What follows belongs to an exercise in optimizing a design on an open flow for small area, a short achievable clock period and few clock cycles; a production flow would make more cautious choices.
Function was checked by simulation only, so behaviour that the tests miss may differ from the original.

Design strobe_energy, start of the top module:
module strobe_energy (
    input  wire        clk,
    input  wire        rst,
    input  wire        tbl_we,
    input  wire [2:0]  tbl_sel,
    input  wire [3:0]  tbl_idx,
    input  wire [31:0] tbl_data,
    input  wire        step_start,
    input  wire [15:0] step_theta,
    input  wire [10:0] step_density,
    input  wire        step_boost,
    input  wire [2:0]  step_pclass,
    input  wire [1:0]  step_nsub,
    input  wire        step_clamp,
    input  wire        dot_valid,
    output wire        dot_ready,
    input  wire [1:0]  dot_value,
    input  wire [3:0]  dot_hist,
    output wire        res_valid,
    input  wire        res_ready,
    output wire [22:0] res_energy,
    output wire [3:0]  res_mask
);
Size in the first run: about 110 I/O pins, ~89000 um2 of cells after synthesis.
clock: 52.0 ns
lec_check: 0
cap_margin: 20
core_margin: 2
core_utilization: 40
cts_cluster_diameter: 150
cts_cluster_size: 20
place_density: 0.6
slew_margin: 20
standard.sh (not shown) runs the stock make flow with config.mk's settings and CLKGATE_MAP_FILE= SYNTH_SCRIPT=/design/flow/synth_recipe.tcl, a recipe that flattens the netlist after the stock synthesis.
==> flow/flow/run.sh <==
#!/bin/bash
# The standard layout, except that the input and output ports are buffered
# with buf_4 cells instead of the delay buffers buffer_ports picks by default.
# make's full output (which holds every tool's output) goes to flow_make.log;
# ORFS also keeps each step's log under orfs/logs/.
set -o pipefail
bash standard.sh "BUFFER_PORTS_ARGS=-buffer_cell sky130_fd_sc_hd__buf_4" finish > flow_make.log 2>&1
The starting point completed with no timing, DRC or antenna violations.
Testbench counts at the start, summed over its fixed seeds: cycles 19,982.
Edit:
--- a/flow/design.v
+++ b/flow/design.v
@@ -73,23 +73,23 @@
     localparam ST_RUN  = 4'd9;
     reg [3:0]  state;
     reg [2:0]  cnt;
     reg [11:0] scale;        
     reg [10:0] density;      
     reg [11:0] boost;        
     reg [15:0] clamp_e;      
     reg [1:0]  nsub;
     reg        clamp_on;
     reg [20:0] e0, e1, e2, e3;
-    wire [15:0] theta = e0[15:0];    
-    wire [15:0] span  = e1[15:0];    
-    wire [27:0] dv    = {e3[6:0], e2};
+    wire [15:0] theta = e3[15:0];    
+    wire [15:0] span  = e2[15:0];    
+    wire [27:0] dv    = {e1[6:0], e0};
     wire [20:0] sub_e [0:3];
     assign sub_e[0] = e0;
     assign sub_e[1] = e1;
     assign sub_e[2] = e2;
     assign sub_e[3] = e3;
     function uge32;
         input [31:0] a, b;
         reg   [31:0] g, l;
         integer      k, w;
         begin
@@ -333,61 +333,61 @@
             out_energy <= sk_v ? sk_energy : d_energy;
             out_mask   <= sk_v ? sk_mask : d_mask;
         end
         if (!sk_v) begin
             sk_energy <= d_energy;
             sk_mask   <= d_mask;
         end
         case (state)
             ST_IDLE, ST_RUN: begin
                 if (step_start) begin
-                    e0       <= {5'd0, step_theta};
+                    e3       <= {5'd0, step_theta};
                     density  <= step_density;
                     boost    <= {8'd0, step_boost, step_pclass};
                     nsub     <= step_nsub;
                     clamp_on <= step_clamp;
                 end
             end
             ST_CMP: begin
                 boost   <= boost_sel;
                 clamp_e <= m1_p[25:10];
             end
             ST_RDLO: begin
-                e1      <= {5'd0, rd_pt};
+                e2      <= {5'd0, rd_pt};
                 scale   <= rd_sc;
             end
             ST_RDHI: begin
-                e1    <= {5'd0, rd_pt - span};
+                e2    <= {5'd0, rd_pt - span};
                 cnt   <= (ip_ds[11:4] == 8'd0) ? 3'd4 :
                          (ip_ds[11:8] == 4'd0) ? 3'd2 : 3'd0;
-                e0    <= {5'd0, ip_dt};
+                e3    <= {5'd0, ip_dt};
                 if (!interp)
-                    e2 <= 21'd0;
+                    e0 <= 21'd0;
                 else if (ip_ds[11:4] == 8'd0)
-                    e2 <= {9'd0, ip_ds[3:0], 8'd0};
+                    e0 <= {9'd0, ip_ds[3:0], 8'd0};
                 else if (ip_ds[11:8] == 4'd0)
-                    e2 <= {9'd0, ip_ds[7:0], 4'd0};
+                    e0 <= {9'd0, ip_ds[7:0], 4'd0};
                 else
-                    e2 <= {9'd0, ip_ds};
-                e3    <= 21'd0;
+                    e0 <= {9'd0, ip_ds};
+                e1    <= 21'd0;
                 if (interp && down)
                     scale <= rd_sc;
                 if (!interp)
                     q1_x <= {2'd0, energy_target[0]};
             end
             ST_MUL: begin
-                e2 <= m1_p[20:0];
-                e3 <= {14'd0, m1_p[27:21]};
+                e0 <= m1_p[20:0];
+                e1 <= {14'd0, m1_p[27:21]};
             end
             ST_DIV: begin
-                e2  <= dv_next[20:0];
-                e3  <= {14'd0, dv_next[27:21]};
+                e0  <= dv_next[20:0];
+                e1  <= {14'd0, dv_next[27:21]};
                 cnt <= cnt + 3'd1;
                 if (cnt == DIV_CYC - 1) begin
                     scale <= part_hi;
                     q1_x  <= {2'd0, energy_target[0]};
                 end
             end
             ST_UPS: begin
                 scale <= s_op;
             end
             ST_UP3: begin
Cell area went up by 0.32%. Wire length went up by 1.6%. Worst setup slack improved by 0.015 ns. Sequential share of layout area went down by 0.13 points. Via count went up by 1.4%. Worst hold slack improved by 0.023 ns.
Testbench counts after the change, summed over its fixed seeds: cycles 19,982.

-- static timing again, ports no longer ideal --
In the flow no input, the clock included, has a driving cell. The finished layouts below were timed again as built, in two steps. Step 1 (the two cells are an assumption about what drives the block):
set clk [get_ports {clk}]
set_driving_cell -lib_cell sky130_fd_sc_hd__clkbuf_16 $clk
set_driving_cell -lib_cell sky130_fd_sc_hd__buf_2 [delete_from_list [all_inputs] $clk]
Step 2 moves the port delays by t, midway between the first and last clock arrival at a register: inputs arrive t later, outputs are due t later. That takes back most of the time a late clock gives input paths. Three values: ideal ports, drivers, drivers and shift; two values: the first two.
| run | shift t [ns] | setup WS [ns] | worst hold slack (ns) | worst register clock-pin slew, ns | pins driven straight from the clock port |
|---|---|---|---|---|---|
| the first run | 0.828 | 40.266 / 40.200 / 39.728 | 0.419 / 0.419 / 0.419 | 0.11 / 0.11 | 1 |
| the second run | 0.856 | 40.281 / 40.193 / 39.596 | 0.443 / 0.443 / 0.443 | 0.11 / 0.11 | 1 |
After both steps every run listed still meets setup and hold. For the second run, which loses most, drivers alone change the setup slack by -0.088 ns; drivers and shift together by -0.685 ns.
